Context: an optimization exercise on an open-source flow, tuned for small area, a short achievable clock period and few clock cycles per item. The choices shown serve that exercise and are no tape-out recipe. Function was checked by simulation only, so behaviour that the tests miss may differ from the original. Power is estimated from default activity; no workload was simulated.

// thoken_dec
module thoken_dec (
    input  wire        clk,
    input  wire        rst,
    input  wire        start_valid,
    output wire        start_ready,
    input  wire [1:0]  start_bpp,      
    input  wire [15:0] start_bytes,    
    input  wire        in_valid,
    output reg         in_ready,
    input  wire [7:0]  in_data,
    output reg         px_valid,
    output reg  [3:0]  px_data,
    output reg         done,
    output reg         ok
);
Size in the first run: ~2400 cells after synthesis, roughly 39 I/O pins, about 32000 µm² of cells after synthesis.
export LEC_CHECK = 0
export CAP_MARGIN = 20
export CORE_MARGIN = 2
export CORE_UTILIZATION = 55
export CTS_CLUSTER_DIAMETER = 60
export CTS_CLUSTER_SIZE = 30
export SETUP_SLACK_MARGIN = 3.6
export SLEW_MARGIN = 20
create_clock -name core_clock -period 7.0 [get_ports {clk}]
run.sh (not shown) runs the stock make flow with config.mk's settings and CLKGATE_MAP_FILE= SYNTH_SCRIPT=/design/flow/synth_recipe.tcl, a recipe that flattens the netlist after the stock synthesis.
Testbench counts at the start, summed over its fixed seeds: cycles 1,179,834, items 1,179,648.
Edit:
--- a/flow/config.mk
+++ b/flow/config.mk
@@ -13 +13 @@
-export SETUP_SLACK_MARGIN = 3.6
+export SETUP_SLACK_MARGIN = 3.75
After rerunning: The changed run completed with no timing, DRC or antenna violations; design area fell by 0.34%; first-iteration DRC count fell by 18%; non-clock buffer count rose by 3; synthesized cell count does not change; die area stays the same; flip-flop and latch count does not change; wire length fell by 0.63%; hold slack gets worse by 14 ps; via count fell by 0.57%.

---

Another version of the RTL of thoken_dec (not shown whole).
Size: about 1200 flip-flops.
Settings: LEC_CHECK=0, CAP_MARGIN=20, CORE_MARGIN=2, CORE_UTILIZATION=55, SETUP_SLACK_MARGIN=3.3, SLEW_MARGIN=20; clock period 7.0 ns.
Testbench counts at the start, summed over its fixed seeds: cycles 1,179,856, items 1,179,648.
Rerun with:
--- a/flow/config.mk
+++ b/flow/config.mk
@@ -8,5 +8,7 @@
 export CAP_MARGIN = 20
 export CORE_MARGIN = 2
-export CORE_UTILIZATION = 55
+export CORE_UTILIZATION = 65
+export CTS_CLUSTER_DIAMETER = 60
+export CTS_CLUSTER_SIZE = 30
 export SETUP_SLACK_MARGIN = 3.3
 export SLEW_MARGIN = 20
Effect:
- total power goes down by roughly a tenth
- final cell count is lower by a few percent
- sequential power is about the same
- clock skew stays flat
Rerun with:
--- a/flow/config.mk
+++ b/flow/config.mk
@@ -8,5 +8,5 @@
 export CAP_MARGIN = 20
 export CORE_MARGIN = 2
-export CORE_UTILIZATION = 65
+export CORE_UTILIZATION = 55
 export CTS_CLUSTER_DIAMETER = 60
 export CTS_CLUSTER_SIZE = 30
What happened: Sequential power barely changes; combinational power fell by 14%; synthesized area stays the same; clock-buffer cell count goes up by 5; global-route usage fell by 11 points.

---

The RTL this note starts from:
==> flow/design.v <==
module thoken_dec (
    input  wire        clk,
    input  wire        rst,
    input  wire        start_valid,
    output wire        start_ready,
    input  wire [1:0]  start_bpp,      
    input  wire [15:0] start_bytes,    
    input  wire        in_valid,
    output reg         in_ready,
    input  wire [7:0]  in_data,
    output reg         px_valid,
    output reg  [3:0]  px_data,
    output reg         done,
    output reg         ok
);
    localparam S_IDLE  = 2'd0,
               S_DEC   = 2'd1,
               S_FIN   = 2'd2,
               S_DRAIN = 2'd3;
    localparam M_ROW = 2'd0,       
               M_LIT = 2'd1,       
               M_RUN = 2'd2;       
    reg [1:0]  state;
    reg [1:0]  mode;
    reg        b1, b2, b4;         
    reg [15:0] nleft;              
    reg        more;               
    reg [7:0]  ib;                 
    reg        ibv;
    reg [31:0] w;                  
    reg [6:0]  wcnt;               
    reg [8:0]  rem;                
    reg [7:0]  ydec;               
    reg        row0;               
    reg        rxr;                
    reg        bad;
    reg        errq;               
    reg        pv;
    reg        pc;                 
    reg        pfill;
    reg [3:0]  pval;
    reg        pxr;
    reg [3:0]  pz;
    reg        nv;
    reg [3:0]  nval;
    reg        nxr;
    reg [8:0]  nlen;
    reg        n1;                 
    reg        cv;
    reg [3:0]  cval;
    reg        cxr;
    reg [8:0]  ccnt;               
    reg        clast;              
    reg [255:0] d0, d1, d2, d3;
    reg [7:0]  lag;                
    reg        started;
    reg        sync;               
    integer k;
    assign start_ready = (state == S_IDLE);
    wire take = in_valid && in_ready;
    wire [3:0] up    = {d3[255], d2[255], d1[255], d0[255]};
    wire       emit  = cv && sync;
    wire [3:0] px    = cxr ? (cval ^ up) : cval;
    wire       cfree = !cv || (emit && clast);
    wire       nfree = !nv || cfree;
    wire       ppart = pv && !pc;
    wire       pmove = pv && pc && nfree;      
    wire       pfree = !pv || pmove;
    wire [31:0] st;                
    genvar gi;
    generate for (gi = 0; gi < 32; gi = gi + 1) begin : g_st
        assign st[gi] = w[31 - gi];
    end endgenerate
    wire is_row = (mode == M_ROW);
    wire is_lit = (mode == M_LIT);
    wire is_run = (mode == M_RUN);
    wire c_fill = is_row && !st[0];             
    wire c_rlit = is_row && st[0] && st[1];     
    wire c_rrun = is_row && st[0] && !st[1];    
    wire c_p1   = is_run && !ppart;             
    wire c_p2   = is_run && ppart;              
    wire zapp   = c_rrun || c_p1;
    function [3:0] fld;
        input [6:0] s;             
        input       f1, f2;
        begin
            if (f1)      fld = {3'd0, s[0]};
            else if (f2) fld = {2'd0, s[0], s[1]};
            else         fld = {s[0], s[1], s[2], s[3]};
        end
    endfunction
    wire [3:0] v0 = fld(st[6:0], b1, b2);
    wire [3:0] v2 = fld(st[8:2], b1, b2);
    wire [3:0] v3 = fld(st[9:3], b1, b2);
    wire [3:0] dval = c_rrun ? v3 : c_rlit ? v2 : v0;
    wire [8:0] seg = is_row ? (b1 ? st[12:4] : b2 ? st[13:5] : st[15:7])
                            : (b1 ? st[9:1]  : b2 ? st[10:2] : st[12:4]);
    reg  [8:0] zh;                 
    reg  [3:0] z;
    always @(*) begin
        zh = 9'd0;
        z  = 4'd0;
        for (k = 8; k >= 0; k = k - 1)
            if (seg[k]) begin
                zh = 9'd1 << k;
                z  = k;
            end
    end
    wire znone = (seg == 9'd0);
    reg [4:0] pre;
    always @(*) begin
        if (c_fill)      pre = 5'd2;
        else if (c_rlit) pre = b1 ? 5'd3 : b2 ? 5'd4 : 5'd6;
        else if (c_rrun) pre = seg[0] ? (b1 ? 5'd5 : b2 ? 5'd6 : 5'd8)
                                      : (b1 ? 5'd4 : b2 ? 5'd5 : 5'd7);
        else if (is_lit) pre = b1 ? 5'd1 : b2 ? 5'd2 : 5'd4;
        else if (c_p1)   pre = seg[0] ? (b1 ? 5'd2 : b2 ? 5'd3 : 5'd5)
                                      : (b1 ? 5'd1 : b2 ? 5'd2 : 5'd4);
        else             pre = {pz, 1'b1};
    end
    wire bits_ok = (!more && !ibv) ||
                   (is_row ? (wcnt >= 7'd16) :
                    is_lit ? (wcnt >= 7'd4)  :
                    ppart  ? (wcnt >= 7'd17) : (wcnt >= 7'd13));
    reg  [8:0]  plen;
    always @(*) begin
        case (pz)
            4'd1:    plen = {6'd0, w[31:29]};
            4'd2:    plen = {4'd0, w[31:27]};
            4'd3:    plen = {2'd0, w[31:25]};
            4'd4:    plen = w[31:23];
            4'd5:    plen = w[29:21];
            4'd6:    plen = w[27:19];
            4'd7:    plen = w[25:17];
            4'd8:    plen = w[23:15];
            default: plen = 9'd1;
        endcase
    end
    wire complete = c_fill || c_rlit || is_lit || (zapp && seg[0]) || c_p2;
    wire to_p     = zapp && !seg[0] && !znone;
    wire dec      = (state == S_DEC) && bits_ok && (c_p2 ? nfree : pfree);
    wire err_z   = zapp && znone;
    wire err_len = c_p2 && (plen > rem);
    wire row_end = c_fill || (c_p2 ? (plen == rem) : (rem == 9'd1));
    wire last_row_end = complete && row_end && (ydec == 8'd255);
    wire       merge = (state == S_DEC) && ibv && !wcnt[6] && (wcnt[5:0] <= 6'd24);
    wire [6:0] wadd  = wcnt + (merge ? 7'd8 : 7'd0);
    wire [6:0] wleft = wadd - {2'd0, pre};
    wire       ovq   = wcnt[6] && (state == S_DEC || state == S_FIN);
    wire       err   = err_z || err_len;
    wire [31:0] wm  = w | (merge ? ({ib, 24'd0} >> wcnt[4:0]) : 32'd0);
    reg  [31:0] wz;
    always @(*) begin
        wz = dec ? 32'd0 : wm;
        for (k = 1; k < 18; k = k + 1)
            if (dec && pre == k) wz = wz | (wm << k);
    end
    wire drain_done = !more && (bad || (!cv && !nv && !pv)) && !errq && !ovq;
    reg [1:0] state_n;
    always @(*) begin
        state_n = state;
        case (state)
            S_IDLE:  if (start_valid) state_n = S_DEC;
            S_DEC:   if (dec && last_row_end) state_n = S_FIN;
            S_FIN:   state_n = S_DRAIN;
            S_DRAIN: if (drain_done) state_n = S_IDLE;
        endcase
        if (errq || ovq) state_n = S_DRAIN;
    end
    wire more_n = (state == S_IDLE) ? 1'b1 : take ? (nleft != 16'd1) : more;
    wire room_n = (state == S_IDLE) || (!wadd[6] && wadd[5:0] <= 6'd24);
    wire ibv_n = (state == S_DEC) && (take || (ibv && !merge));
    wire in_ready_n = more_n && (((state_n == S_DEC) && (!ibv_n || room_n)) || (state_n == S_DRAIN));
    wire [7:0] lag_n = (started && !emit) ? lag + 8'd1 : lag;
    always @(posedge clk) begin
        d0 <= {d0[254:0], emit ? px[0] : d0[255]};
        d1 <= {d1[254:0], emit ? px[1] : d1[255]};
        d2 <= {d2[254:0], emit ? px[2] : d2[255]};
        d3 <= {d3[254:0], emit ? px[3] : d3[255]};
    end
    always @(posedge clk) begin
        begin
            state    <= state_n;
            in_ready <= in_ready_n;
            px_valid <= emit;
            px_data  <= px;
            done     <= 1'b0;
            lag     <= lag_n;
            sync    <= (started || emit) ? (lag_n == 8'd0) : ((nv && pv) || state != S_DEC);
            if (emit) started <= 1'b1;
            if (take) begin
                nleft <= nleft - 16'd1;
                more  <= (nleft != 16'd1);
            end
            ibv <= ibv_n;
            w    <= (state == S_IDLE) ? 32'd0 : wz;
            wcnt <= (state == S_IDLE) ? 7'd0  : dec ? wleft : wadd;
            if (take)
                ib <= {in_data[0], in_data[1], in_data[2], in_data[3],
                       in_data[4], in_data[5], in_data[6], in_data[7]};
            if (cfree) begin
                cv    <= nv;
                cval  <= nval;
                cxr   <= nxr;
                ccnt  <= nlen;
                clast <= n1;
                nv    <= 1'b0;
            end else if (emit) begin
                ccnt  <= ccnt - 9'd1;
                clast <= (ccnt == 9'd2);
            end
            if (pmove) begin
                nv    <= 1'b1;
                nval  <= pval;
                nxr   <= pxr;
                nlen  <= pfill ? 9'd256 : 9'd1;
                n1    <= !pfill;
                pv    <= 1'b0;
            end
            errq <= dec && err;
            case (state)
                S_IDLE: if (start_valid) begin
                    b1      <= (start_bpp == 2'd0);
                    b2      <= (start_bpp == 2'd1);
                    b4      <= (start_bpp == 2'd2);
                    nleft   <= start_bytes;
                    more    <= 1'b1;
                    mode    <= M_ROW;
                    rem     <= 9'd256;
                    ydec    <= 8'd0;
                    row0    <= 1'b1;
                    bad     <= 1'b0;
                    lag     <= 8'd0;
                    sync    <= 1'b0;
                    started <= 1'b0;
                end
                S_DEC: begin
                    if (dec) begin
                        if (c_p2) begin
                            nv   <= 1'b1;
                            nval <= pval;
                            nxr  <= pxr;
                            nlen <= plen;
                            n1   <= 1'b0;
                            pv   <= 1'b0;
                        end else if (complete || to_p) begin
                            pv    <= 1'b1;
                            pc    <= complete;
                            pfill <= c_fill;
                            pval  <= tval;
                            pxr   <= txr;
                            pz    <= z;
                        end
                        if (c_rrun) rxr <= st[2] && !row0;
                        if (complete && row_end) begin
                            mode <= M_ROW;
                            rem  <= 9'd256;
                            ydec <= ydec + 8'd1;
                            row0 <= 1'b0;
                        end else begin
                            if (c_rlit) mode <= M_LIT;
                            if (c_rrun) mode <= M_RUN;
                            if (complete) rem <= rem - (c_p2 ? plen : 9'd1);
                        end
                    end
                end
                S_FIN: begin
                    if (more || ibv || wcnt >= 7'd8 || w != 32'd0) bad <= 1'b1;
                end
                S_DRAIN: if (drain_done) begin
                    done  <= 1'b1;
                    ok    <= !bad;
                    cv    <= 1'b0;
                    nv    <= 1'b0;
                    pv    <= 1'b0;
                end
            endcase
            if (errq || ovq) begin
                bad <= 1'b1;
                pv  <= 1'b0;
                nv  <= 1'b0;
                cv  <= 1'b0;
            end
        end
        if (rst) begin
            state    <= S_IDLE;
            in_ready <= 1'b0;
            px_valid <= 1'b0;
            done     <= 1'b0;
            more     <= 1'b0;
            ibv      <= 1'b0;
            pv       <= 1'b0;
            errq     <= 1'b0;
            nv       <= 1'b0;
            cv       <= 1'b0;
        end
    end
    wire [3:0] tval = c_fill ? 4'd0 : dval;
    wire       txr  = c_fill ? (st[1] && !row0) :
                      c_rrun ? (st[2] && !row0) :
                      c_p1   ? rxr : 1'b0;
endmodule
Settings: LEC_CHECK=0, CAP_MARGIN=20, CORE_MARGIN=2, CORE_UTILIZATION=55, CTS_CLUSTER_DIAMETER=60, CTS_CLUSTER_SIZE=30, SETUP_SLACK_MARGIN=3.9, SLEW_MARGIN=20; clock period 7.0 ns.
The starting point passed the timing, DRC and antenna checks.
Testbench counts at the start, summed over its fixed seeds: cycles 1,179,834, items 1,179,648.
Change:
- SETUP_SLACK_MARGIN: 3.9 -> 3.75
Effect: Cell area grows by about 1%; fmax barely changes; worst hold slack is worse by 0.0066 ns.
Change:
- CORE_UTILIZATION: 55 -> 48
- SETUP_SLACK_MARGIN: 3.75 -> 4.1
What happened: Global-route usage shrinks by 3.3 points. Synthesized cell count does not change. Clock skew is lower by 0.0074 ns. Area after synthesis does not change. Final area rises by a few percent. Wire length goes up slightly. Sequential power barely changes.

---

RTL: the design.v shown in full above, as it stands there.
clock: 7.0 ns
lec_check: 0
cap_margin: 20
core_margin: 2
core_utilization: 48
cts_cluster_diameter: 60
cts_cluster_size: 30
setup_slack_margin: 3.9
slew_margin: 20
The baseline produced a clean layout.
Testbench counts at the start, summed over its fixed seeds: cycles 1,179,834, items 1,179,648.
Next try:
Settings changed: CORE_UTILIZATION 48 to 42.
Outcome: Area after synthesis stays the same. Setup slack loses 0.26 ns. Non-clock buffer count grows by 31. Power grows by a few percent. Sequential power barely changes. Routed wire length grows by a few percent. Die area grows by about a fifth. Hold slack loses 0.013 ns.

---

// thoken_dec: RTL as listed in full above, without the edits since
clock: 7.0 ns
lec_check: 0
cap_margin: 20
core_margin: 2
core_utilization: 55
cts_cluster_diameter: 70
cts_cluster_size: 36
setup_slack_margin: 3.9
slew_margin: 20
The baseline went through all stages and came out clean.
Testbench counts at the start, summed over its fixed seeds: cycles 1,179,834, items 1,179,648.
Rerun with:
--- a/flow/config.mk
+++ b/flow/config.mk
@@ -8,7 +8,7 @@
 export CAP_MARGIN = 20
 export CORE_MARGIN = 2
-export CORE_UTILIZATION = 55
-export CTS_CLUSTER_DIAMETER = 70
-export CTS_CLUSTER_SIZE = 36
-export SETUP_SLACK_MARGIN = 3.9
+export CORE_UTILIZATION = 48
+export CTS_CLUSTER_DIAMETER = 60
+export CTS_CLUSTER_SIZE = 30
+export SETUP_SLACK_MARGIN = 3.75
 export SLEW_MARGIN = 20
Effect: Worst setup slack improved by 0.0090 ns. Routed wire length barely changes. Global-route usage goes down by 3.3 points. Total power rises by about 2%. Fmax is about the same. Utilization decreases by 7.7 points. Count of clock-buffer cells in the layout grows by 13. Clock skew increases by 0.0051 ns. Critical path depth goes up by 1.
Rerun with:
--- a/flow/config.mk
+++ b/flow/config.mk
@@ -8,7 +8,7 @@
 export CAP_MARGIN = 20
 export CORE_MARGIN = 2
-export CORE_UTILIZATION = 48
+export CORE_UTILIZATION = 51
 export CTS_CLUSTER_DIAMETER = 60
 export CTS_CLUSTER_SIZE = 30
-export SETUP_SLACK_MARGIN = 3.75
+export SETUP_SLACK_MARGIN = 3.9
 export SLEW_MARGIN = 20
Outcome:
- final cell count goes up by about 1%
- worst setup slack improved by 0.017 ns
- fmax goes up by 0.50%
- critical path depth goes up by 2

---

Another version of the RTL of thoken_dec (not shown whole).
Size: about 1200 flip-flops, about 39 I/O pins, about 33000 µm² of cells after synthesis.
Settings: LEC_CHECK=0, CAP_MARGIN=20, CORE_MARGIN=2, CORE_UTILIZATION=55, CTS_CLUSTER_DIAMETER=60, CTS_CLUSTER_SIZE=30, SETUP_SLACK_MARGIN=4.3, SLEW_MARGIN=20; clock period 7.0 ns.
The starting point finished with timing, DRC and antenna clean.
Testbench counts at the start, summed over its fixed seeds: cycles 1,179,857, items 1,179,648.
Rerun with:
--- a/flow/config.mk
+++ b/flow/config.mk
@@ -13 +13 @@
-export SETUP_SLACK_MARGIN = 4.3
+export SETUP_SLACK_MARGIN = 3.9
After rerunning: Final area decreases by a few percent; hold slack is worse by 0.019 ns; wire length decreases by a few percent; via count decreases by a few percent; first-iteration DRC count increases slightly; clock skew increases by 0.036 ns; clock power increases slightly; fmax increases by a few percent; critical path depth increases by 2; synthesized cell count is unchanged.

[afterwards: timing with drivers on the ports]
The flow's constraints put no driver on any port. The routed layouts listed below were extracted and timed again, unchanged, in two steps. Step 1 assumes that a clkbuf_16 drives the clock port and a buf_2 every other input. Step 2 times the ports against the registers' clock, not the clock port: input delays grow and output delays shrink by t, the midpoint of the rising clock arrivals with the driver on. a / b / c = ideal / step 1 / step 2; a / b = the first two.
run | t, ns | setup slack, ns | worst setup path after step 2 | pins driven straight from the clock port
the first run of note 1 | 0.693 | 3.461 / 3.461 / 3.160 | input to register | 1
the second run of note 1 | 0.699 | 3.459 / 3.459 / 3.429 | input to register | 1
the first run of note 2 | 0.714 | 3.205 / 3.205 / 3.205 | register to register | 1
the second run of note 2 | 0.716 | 2.912 / 2.912 / 2.912 | register to register | 1
the third run of note 2 | 0.694 | 3.138 / 3.138 / 3.138 | register to register | 1
the first run of note 3 | 0.691 | 3.531 / 3.531 / 3.531 | register to register | 1
the second run of note 3 | 0.702 | 3.528 / 3.528 / 3.528 | register to register | 1
the third run of note 3 | 0.701 | 3.681 / 3.681 / 3.638 | input to register | 1
the first run of note 4 | 0.699 | 3.751 / 3.751 / 3.550 | input to register | 1
the second run of note 4 | 0.691 | 3.494 / 3.494 / 3.494 | register to register | 1
the first run of note 5 | 0.683 | 3.649 / 3.649 / 3.649 | register to register | 1
the second run of note 5 | 0.693 | 3.658 / 3.658 / 3.658 | register to register | 1
the third run of note 5 | 0.702 | 3.675 / 3.675 / 3.622 | input to register | 1
the first run of note 6 | 0.717 | 3.586 / 3.586 / 3.586 | register to register | 1
the second run of note 6 | 0.713 | 3.714 / 3.714 / 3.470 | input to register | 1
After both steps every run listed still meets setup and hold. For the first run of note 1, which loses most, drivers alone change the setup slack by 0.000 ns; drivers and shift together by -0.301 ns.
